Background: an optimization exercise with open tools, aiming at small area and a short achievable clock period. Do not read the settings as production practice. At most, simulation tests tie the RTL to the original design; equivalence was not proved. Power figures rest on the tool's default switching activity, not on a simulated workload.

==> v20 <==
Design fmt_cvt, start of the top module:
module fmt_cvt (
    input  wire        clk,
    input  wire        rst,
    input  wire        in_valid,
    input  wire [3:0]  in_src_fmt,
    input  wire [3:0]  in_dst_fmt,
    input  wire [1:0]  in_round,
    input  wire        in_sat,
    input  wire [1:0]  in_denorm,
    input  wire [31:0] in_data,
    output reg         out_valid,
    output reg  [31:0] out_data,
    output reg  [4:0]  out_flags
);
    reg        s1_valid;
    reg [3:0]  s1_src, s1_dst;
    reg [1:0]  s1_round;
    reg        s1_sat;
    reg [1:0]  s1_denorm;
    reg [31:0] s1_data;
    always @(posedge clk) begin
        if (rst) s1_valid <= 1'b0;
        else     s1_valid <= in_valid;
        s1_src    <= in_src_fmt;
        s1_dst    <= in_dst_fmt;
        s1_round  <= in_round;
        s1_sat    <= in_sat;
        s1_denorm <= in_denorm;
        s1_data   <= in_data;
    end
    wire [31:0] a_sig;
    wire [5:0]  a_sh;
    wire [7:0]  a_epre;
    wire        a_sign, a_nan, a_inf, a_zero, a_rsv, a_le0, a_eq0, a_ovb, a_ove, a_ibig;
    fmt_cvt_dec u_dec (
        .src_fmt (s1_src),
        .dst_fmt (s1_dst),
        .denorm  (s1_denorm),
        .x       (s1_data),
        .sig     (a_sig),
        .sh      (a_sh),
        .sign    (a_sign),
        .s_nan   (a_nan),
        .s_inf   (a_inf),
        .s_zero  (a_zero),
        .rsv     (a_rsv),
        .epre    (a_epre),
        .e_le0   (a_le0),
        .e_eq0   (a_eq0),
        .ov_big  (a_ovb),
        .ov_eq   (a_ove),
        .i_big   (a_ibig)
    );
    reg        s2_valid;
    reg [3:0]  s2_dst;
    reg [1:0]  s2_round;
    reg        s2_sat, s2_dnz;
    reg [31:0] s2_sig;
    reg [5:0]  s2_sh;
    reg [7:0]  s2_epre;
    reg        s2_sign, s2_nan, s2_inf, s2_zero, s2_rsv, s2_le0, s2_eq0, s2_ovb, s2_ove, s2_ibig;
    always @(posedge clk) begin
        if (rst) s2_valid <= 1'b0;
        else     s2_valid <= s1_valid;
        s2_dst   <= s1_dst;
        s2_round <= s1_round;
        s2_sat   <= s1_sat;
        s2_dnz   <= |s1_denorm;
        s2_sig   <= a_sig;
        s2_sh    <= a_sh;
        s2_epre  <= a_epre;
        s2_sign  <= a_sign;
        s2_nan   <= a_nan;
        s2_inf   <= a_inf;
        s2_zero  <= a_zero;
        s2_rsv   <= a_rsv;
        s2_le0   <= a_le0;
  ...
Settings: LEC_CHECK=0, ABC_AREA=1, CAP_MARGIN=20, CORE_MARGIN=2, CORE_UTILIZATION=40, SLEW_MARGIN=20; clock period 24.0 ns.
standard.sh (not shown) runs the stock make flow with config.mk's settings and CLKGATE_MAP_FILE= SYNTH_SCRIPT=/design/flow/synth_recipe.tcl, a recipe that flattens the netlist after the stock synthesis.
==> flow/flow/run.sh <==
#!/bin/bash
# Standard layout, with repair_timing aiming for more setup slack than the
# clock needs so the cells on the long paths get sized for speed.
set -euo pipefail
bash standard.sh SETUP_SLACK_MARGIN=18 finish > make_finish.log 2>&1
==> v27: changes against v20 <==
--- a/flow/design.v
+++ b/flow/design.v
@@ -12,45 +12,16 @@
                     assign lv[l+1][i] = lv[l][i] & lv[l][((i >> l) << l) - 1];
                 else
                     assign lv[l+1][i] = lv[l][i];
             end
         end
     endgenerate
     assign p = lv[L];
 endmodule
-module fmt_cvt_lzc (
-    input  wire [31:0] a,
-    output wire [5:0]  n
-);
-    wire [15:0] v1; wire [15:0] z1;
-    wire [7:0]  v2; wire [15:0] z2;
-    wire [3:0]  v3; wire [11:0] z3;
-    wire [1:0]  v4; wire [7:0]  z4;
-    genvar g;
-    generate
-        for (g = 0; g < 16; g = g + 1) begin : g1
-            assign v1[g] = a[2*g+1] | a[2*g];
-            assign z1[g] = !a[2*g+1];
-        end
-        for (g = 0; g < 8; g = g + 1) begin : g2
-            assign v2[g] = v1[2*g+1] | v1[2*g];
-            assign z2[2*g+1:2*g] = v1[2*g+1] ? {1'b0, z1[2*g+1]} : {1'b1, z1[2*g]};
-        end
-        for (g = 0; g < 4; g = g + 1) begin : g3
-            assign v3[g] = v2[2*g+1] | v2[2*g];
-            assign z3[3*g+2:3*g] = v2[2*g+1] ? {1'b0, z2[4*g+3:4*g+2]} : {1'b1, z2[4*g+1:4*g]};
-        end
-        for (g = 0; g < 2; g = g + 1) begin : g4
-            assign v4[g] = v3[2*g+1] | v3[2*g];
-            assign z4[4*g+3:4*g] = v3[2*g+1] ? {1'b0, z3[6*g+5:6*g+3]} : {1'b1, z3[6*g+2:6*g]};
-        end
-    endgenerate
-    assign n = v4[1] ? {2'b00, z4[7:4]} : (v4[0] ? {2'b01, z4[3:0]} : 6'd32);
-endmodule
 module fmt_cvt_dec (
     input  wire [3:0]  src_fmt,
     input  wire [3:0]  dst_fmt,
     input  wire [1:0]  denorm,
     input  wire [31:0] x,
     output wire [31:0] sig,        
     output wire [5:0]  sh,         
     output wire        sign,
@@ -82,58 +53,61 @@
     wire [22:0] fm = x[22:0] & mm;
     wire fe_zero = (fe == 8'd0);
     wire fm_zero = (fm == 23'd0);
     wire fe_top  = (s1 & (&x[30:23])) | (s2 & (&x[14:10])) | (s3 & (&x[14:7]))
                  | (s4 & (&x[6:3])) | (s5 & (&x[6:2]));
     wire flush_in = denorm[1] & wide & fe_zero;
     assign s_nan  = (ieee & fe_top & !fm_zero) | (s4 & fe_top & (&x[2:0]));
     assign s_inf  = ieee & fe_top & fm_zero;
-    wire [31:0] iw = ({32{s9 | s10}} & 32'hFF) | ({32{s11}} & 32'hF) | ({32{s12}} & 32'hFFFFFFFF);
-    wire        ineg = (s9 & x[7]) | (s11 & x[3]) | (s12 & x[31]);
-    wire [31:0] nz;    
-    fmt_cvt_pand #(32) u_nz (.a(~x), .p(nz));
-    wire [31:0] xa = (x ^ ({32{ineg}} & {~nz[30:0], 1'b0})) & iw;
-    assign s_zero = isint ? ((x & iw) == 32'd0) : (fe_zero & (fm_zero | flush_in));
-    assign sign   = isint ? ineg : ((s1 & x[31]) | ((s2 | s3) & x[15]) | ((s4 | s5) & x[7])
+    wire [31:0] xi = ({32{s9}} & {{24{x[7]}}, x[7:0]}) | ({32{s10}} & {24'd0, x[7:0]})
+                   | ({32{s11}} & {{28{x[3]}}, x[3:0]}) | ({32{s12}} & x);
+    assign s_zero = isint ? (xi == 32'd0) : (fe_zero & (fm_zero | flush_in));
+    assign sign   = isint ? xi[31] : ((s1 & x[31]) | ((s2 | s3) & x[15]) | ((s4 | s5) & x[7])
                                      | ((s6 | s7) & x[5]) | (s8 & x[3]));
+    wire [31:0] nz;    
+    fmt_cvt_pand #(32) u_nz (.a(~xi), .p(nz));
+    wire [31:0] xa = xi ^ ({32{xi[31]}} & {~nz[30:0], 1'b0});
     wire [31:0] sigf = {9'd0, fm} | ({8'd0, hp} & {32{!fe_zero}});
     assign sig = isint ? xa : (flush_in ? 32'd0 : sigf);
-    wire [31:0] u   = isint ? ((x ^ {32{ineg}}) & iw) : (flush_in ? 32'd0 : sigf);
-    wire        pw2 = ineg & !(|(~x[31:1] & x[30:0] & iw[31:1]));
-    wire [5:0]  lzu;
-    fmt_cvt_lzc u_lzc (.a(u), .n(lzu));
+    reg [4:0] lz;
+    integer i;
+    always @* begin
+        lz = 5'd31;
+        for (i = 0; i < 32; i = i + 1)
+            if (sig[i]) lz = 5'd31 - i[4:0];
+    end
     wire d1 = dst_fmt == 4'd1, d2 = dst_fmt == 4'd2, d3 = dst_fmt == 4'd3, d4 = dst_fmt == 4'd4;
     wire d5 = dst_fmt == 4'd5, d6 = dst_fmt == 4'd6, d7 = dst_fmt == 4'd7, d8 = dst_fmt == 4'd8;
     wire dfl = d1 | d2 | d3 | d4 | d5 | d6 | d7 | d8;
     wire dok = dfl | (dst_fmt >= 4'd9 && dst_fmt <= 4'd12);
     wire [4:0] mw    = ({5{d1}} & 5'd23) | ({5{d2}} & 5'd10) | ({5{d3}} & 5'd7) | ({5{d4 | d7}} & 5'd3)
                      | ({5{d5 | d6}} & 5'd2) | ({5{d8}} & 5'd1);
     wire [7:0] dbias = ({8{d1 | d3}} & 8'd127) | ({8{d2 | d5}} & 8'd15) | ({8{d4}} & 8'd7)
                      | ({8{d6}} & 8'd3) | ({8{d7 | d8}} & 8'd1);
     assign rsv = !ok | !dok;
     wire signed [9:0] ks = ({10{s1}} & -10'sd119) | ({10{s2}} & 10'sd6) | ({10{s3}} & -10'sd103)
                          | ({10{s4}} & 10'sd21) | ({10{s5}} & 10'sd14) | ({10{s6}} & 10'sd26)
                          | ({10{s7}} & 10'sd27) | ({10{s8}} & 10'sd29) | ({10{isint}} & 10'sd31);
     wire [7:0] fe1 = {fe[7:1], fe[0] | fe_zero};
     wire signed [9:0] e31 = $signed({2'b00, isint ? 8'd0 : fe1}) + ks;
-    wire signed [10:0] xb  = $signed({e31[9], e31}) + $signed({3'd0, dbias}) + $signed({10'd0, pw2});
-    wire signed [10:0] ebd = xb - $signed({5'd0, lzu});
+    wire signed [10:0] xb  = $signed({e31[9], e31}) + $signed({3'd0, dbias});
+    wire signed [10:0] ebd = xb - $signed({6'd0, lz});
     wire        eneg = ebd[10];
-    assign e_eq0  = (xb == $signed({5'd0, lzu}));
-    assign e_le0  = (xb <= $signed({5'd0, lzu}));
+    assign e_eq0  = (ebd == 11'sd0);
+    assign e_le0  = eneg | e_eq0;
     assign epre   = e_le0 ? 8'd0 : ebd[7:0];
     wire   hi5 = |ebd[9:5], hi4 = hi5 | ebd[4], hi3 = hi4 | ebd[3], hi2 = hi3 | ebd[2];
     assign ov_big = !eneg & (((d2 | d5) & (hi5 | (&ebd[4:0]))) | (d4 & hi4) | (d6 & hi3) | ((d7 | d8) & hi2));
     assign ov_eq  = ((d1 | d3) & (ebd == 11'sd254)) | ((d2 | d5) & (ebd == 11'sd30)) | (d4 & (ebd == 11'sd15))
                   | (d6 & (ebd == 11'sd7)) | ((d7 | d8) & (ebd == 11'sd3));
     assign i_big  = (s1 | s3) & (fe > 8'd158);    
     wire signed [10:0] cx  = dfl ? (11'sd56 - $signed({6'd0, mw}) - $signed({3'd0, dbias})) : 11'sd55;
     wire signed [10:0] tsx = cx - $signed({e31[9], e31});
-    wire [5:0]         tn  = 6'd55 + {5'd0, pw2} - {1'b0, mw} - lzu;
+    wire [5:0]         tn  = 6'd55 - {1'b0, mw} - {1'b0, lz};
     wire [5:0]         tsc = (tsx > 11'sd58) ? 6'd58 : (tsx < 11'sd0 ? 6'd0 : tsx[5:0]);
     assign sh = (dfl & !e_le0) ? tn : tsc;
 endmodule
 module fmt_cvt_rnd (
     input  wire [3:0]  dst_fmt,
     input  wire [1:0]  rmode,
     input  wire        sat,
     input  wire        den_nz,     
==> flow/run.sh (new file) <==
#!/bin/bash
# synth_recipe.tcl (not shown) runs the flow's synth.tcl, then flattens the netlist and writes it again
# the make line also repeats each setting of config.mk as NAME=value (left out here)
make -C /OpenROAD-flow-scripts/flow DESIGN_CONFIG=/design/flow/config.mk WORK_HOME=/design/flow/orfs CLKGATE_MAP_FILE= SYNTH_SCRIPT=/design/flow/synth_recipe.tcl finish
removed: flow/flow/run.sh
removed: flow/standard.sh
==> v11: changes against v20 <==
--- a/flow/design.v
+++ b/flow/design.v
@@ -12,45 +12,16 @@
                     assign lv[l+1][i] = lv[l][i] & lv[l][((i >> l) << l) - 1];
                 else
                     assign lv[l+1][i] = lv[l][i];
             end
         end
     endgenerate
     assign p = lv[L];
 endmodule
-module fmt_cvt_lzc (
-    input  wire [31:0] a,
-    output wire [5:0]  n
-);
-    wire [15:0] v1; wire [15:0] z1;
-    wire [7:0]  v2; wire [15:0] z2;
-    wire [3:0]  v3; wire [11:0] z3;
-    wire [1:0]  v4; wire [7:0]  z4;
-    genvar g;
-    generate
-        for (g = 0; g < 16; g = g + 1) begin : g1
-            assign v1[g] = a[2*g+1] | a[2*g];
-            assign z1[g] = !a[2*g+1];
-        end
-        for (g = 0; g < 8; g = g + 1) begin : g2
-            assign v2[g] = v1[2*g+1] | v1[2*g];
-            assign z2[2*g+1:2*g] = v1[2*g+1] ? {1'b0, z1[2*g+1]} : {1'b1, z1[2*g]};
-        end
-        for (g = 0; g < 4; g = g + 1) begin : g3
-            assign v3[g] = v2[2*g+1] | v2[2*g];
-            assign z3[3*g+2:3*g] = v2[2*g+1] ? {1'b0, z2[4*g+3:4*g+2]} : {1'b1, z2[4*g+1:4*g]};
-        end
-        for (g = 0; g < 2; g = g + 1) begin : g4
-            assign v4[g] = v3[2*g+1] | v3[2*g];
-            assign z4[4*g+3:4*g] = v3[2*g+1] ? {1'b0, z3[6*g+5:6*g+3]} : {1'b1, z3[6*g+2:6*g]};
-        end
-    endgenerate
-    assign n = v4[1] ? {2'b00, z4[7:4]} : (v4[0] ? {2'b01, z4[3:0]} : 6'd32);
-endmodule
 module fmt_cvt_dec (
     input  wire [3:0]  src_fmt,
     input  wire [3:0]  dst_fmt,
     input  wire [1:0]  denorm,
     input  wire [31:0] x,
     output wire [31:0] sig,        
     output wire [5:0]  sh,         
     output wire        sign,
@@ -82,58 +53,61 @@
     wire [22:0] fm = x[22:0] & mm;
     wire fe_zero = (fe == 8'd0);
     wire fm_zero = (fm == 23'd0);
     wire fe_top  = (s1 & (&x[30:23])) | (s2 & (&x[14:10])) | (s3 & (&x[14:7]))
                  | (s4 & (&x[6:3])) | (s5 & (&x[6:2]));
     wire flush_in = denorm[1] & wide & fe_zero;
     assign s_nan  = (ieee & fe_top & !fm_zero) | (s4 & fe_top & (&x[2:0]));
     assign s_inf  = ieee & fe_top & fm_zero;
-    wire [31:0] iw = ({32{s9 | s10}} & 32'hFF) | ({32{s11}} & 32'hF) | ({32{s12}} & 32'hFFFFFFFF);
-    wire        ineg = (s9 & x[7]) | (s11 & x[3]) | (s12 & x[31]);
-    wire [31:0] nz;    
-    fmt_cvt_pand #(32) u_nz (.a(~x), .p(nz));
-    wire [31:0] xa = (x ^ ({32{ineg}} & {~nz[30:0], 1'b0})) & iw;
-    assign s_zero = isint ? ((x & iw) == 32'd0) : (fe_zero & (fm_zero | flush_in));
-    assign sign   = isint ? ineg : ((s1 & x[31]) | ((s2 | s3) & x[15]) | ((s4 | s5) & x[7])
+    wire [31:0] xi = ({32{s9}} & {{24{x[7]}}, x[7:0]}) | ({32{s10}} & {24'd0, x[7:0]})
+                   | ({32{s11}} & {{28{x[3]}}, x[3:0]}) | ({32{s12}} & x);
+    assign s_zero = isint ? (xi == 32'd0) : (fe_zero & (fm_zero | flush_in));
+    assign sign   = isint ? xi[31] : ((s1 & x[31]) | ((s2 | s3) & x[15]) | ((s4 | s5) & x[7])
                                      | ((s6 | s7) & x[5]) | (s8 & x[3]));
+    wire [31:0] nz;    
+    fmt_cvt_pand #(32) u_nz (.a(~xi), .p(nz));
+    wire [31:0] xa = xi ^ ({32{xi[31]}} & {~nz[30:0], 1'b0});
     wire [31:0] sigf = {9'd0, fm} | ({8'd0, hp} & {32{!fe_zero}});
     assign sig = isint ? xa : (flush_in ? 32'd0 : sigf);
-    wire [31:0] u   = isint ? ((x ^ {32{ineg}}) & iw) : (flush_in ? 32'd0 : sigf);
-    wire        pw2 = ineg & !(|(~x[31:1] & x[30:0] & iw[31:1]));
-    wire [5:0]  lzu;
-    fmt_cvt_lzc u_lzc (.a(u), .n(lzu));
+    reg [4:0] lz;
+    integer i;
+    always @* begin
+        lz = 5'd31;
+        for (i = 0; i < 32; i = i + 1)
+            if (sig[i]) lz = 5'd31 - i[4:0];
+    end
     wire d1 = dst_fmt == 4'd1, d2 = dst_fmt == 4'd2, d3 = dst_fmt == 4'd3, d4 = dst_fmt == 4'd4;
     wire d5 = dst_fmt == 4'd5, d6 = dst_fmt == 4'd6, d7 = dst_fmt == 4'd7, d8 = dst_fmt == 4'd8;
     wire dfl = d1 | d2 | d3 | d4 | d5 | d6 | d7 | d8;
     wire dok = dfl | (dst_fmt >= 4'd9 && dst_fmt <= 4'd12);
     wire [4:0] mw    = ({5{d1}} & 5'd23) | ({5{d2}} & 5'd10) | ({5{d3}} & 5'd7) | ({5{d4 | d7}} & 5'd3)
                      | ({5{d5 | d6}} & 5'd2) | ({5{d8}} & 5'd1);
     wire [7:0] dbias = ({8{d1 | d3}} & 8'd127) | ({8{d2 | d5}} & 8'd15) | ({8{d4}} & 8'd7)
                      | ({8{d6}} & 8'd3) | ({8{d7 | d8}} & 8'd1);
     assign rsv = !ok | !dok;
     wire signed [9:0] ks = ({10{s1}} & -10'sd119) | ({10{s2}} & 10'sd6) | ({10{s3}} & -10'sd103)
                          | ({10{s4}} & 10'sd21) | ({10{s5}} & 10'sd14) | ({10{s6}} & 10'sd26)
                          | ({10{s7}} & 10'sd27) | ({10{s8}} & 10'sd29) | ({10{isint}} & 10'sd31);
     wire [7:0] fe1 = {fe[7:1], fe[0] | fe_zero};
     wire signed [9:0] e31 = $signed({2'b00, isint ? 8'd0 : fe1}) + ks;
-    wire signed [10:0] xb  = $signed({e31[9], e31}) + $signed({3'd0, dbias}) + $signed({10'd0, pw2});
-    wire signed [10:0] ebd = xb - $signed({5'd0, lzu});
+    wire signed [10:0] xb  = $signed({e31[9], e31}) + $signed({3'd0, dbias});
+    wire signed [10:0] ebd = xb - $signed({6'd0, lz});
     wire        eneg = ebd[10];
-    assign e_eq0  = (xb == $signed({5'd0, lzu}));
-    assign e_le0  = (xb <= $signed({5'd0, lzu}));
+    assign e_eq0  = (ebd == 11'sd0);
+    assign e_le0  = eneg | e_eq0;
     assign epre   = e_le0 ? 8'd0 : ebd[7:0];
     wire   hi5 = |ebd[9:5], hi4 = hi5 | ebd[4], hi3 = hi4 | ebd[3], hi2 = hi3 | ebd[2];
     assign ov_big = !eneg & (((d2 | d5) & (hi5 | (&ebd[4:0]))) | (d4 & hi4) | (d6 & hi3) | ((d7 | d8) & hi2));
     assign ov_eq  = ((d1 | d3) & (ebd == 11'sd254)) | ((d2 | d5) & (ebd == 11'sd30)) | (d4 & (ebd == 11'sd15))
                   | (d6 & (ebd == 11'sd7)) | ((d7 | d8) & (ebd == 11'sd3));
     assign i_big  = (s1 | s3) & (fe > 8'd158);    
     wire signed [10:0] cx  = dfl ? (11'sd56 - $signed({6'd0, mw}) - $signed({3'd0, dbias})) : 11'sd55;
     wire signed [10:0] tsx = cx - $signed({e31[9], e31});
-    wire [5:0]         tn  = 6'd55 + {5'd0, pw2} - {1'b0, mw} - lzu;
+    wire [5:0]         tn  = 6'd55 - {1'b0, mw} - {1'b0, lz};
     wire [5:0]         tsc = (tsx > 11'sd58) ? 6'd58 : (tsx < 11'sd0 ? 6'd0 : tsx[5:0]);
     assign sh = (dfl & !e_le0) ? tn : tsc;
 endmodule
 module fmt_cvt_rnd (
     input  wire [3:0]  dst_fmt,
     input  wire [1:0]  rmode,
     input  wire        sat,
     input  wire        den_nz,     
==> summary of the runs <==
Via count, lowest first: v27, v11, v20.
Core utilization: v20 is higher than v27 (2.6 points).
Of v27 and v20, v20 has the higher area after synthesis (gap 0.91%, measured against v20).
Global-route usage: v20 > v11 > v27.
Count of clock-buffer cells in the layout is the same in v27 and v11.
The highest critical path depth belongs to v11, the lowest to v20.
Of v20 and v11, v20 has the higher first-iteration DRC count (gap 7.5%, measured against v11).
Sequential power is about the same in v11 and v27.
Cell count, lowest first: v27, v11, v20.
Routed wire length: v27 is smaller than v20 (12%).
Function not checked in v27 and v11: the RTL went through the layout flow alone.

what the ideal ports hide:
In the flow no input, the clock included, has a driving cell. The finished layouts below were timed again as built, in two steps.
Step 1 assumes that a clkbuf_16 drives the clock port and a buf_2 every other input.
Step 2 times the ports against the registers' clock, not the clock port: input delays grow and output delays shrink by t, the midpoint of the rising clock arrivals with the driver on.
Three values: ideal ports, drivers, drivers and shift; two values: the first two.
run	t (ns)	setup slack, ns	cell pins on the clock port's net
v20	0.496	18.166 / 18.114 / 18.257	1
v27	0.489	15.670 / 15.670 / 15.670	1
v11	0.499	17.728 / 17.728 / 17.728	1
After both steps setup and hold are still met in every run listed.
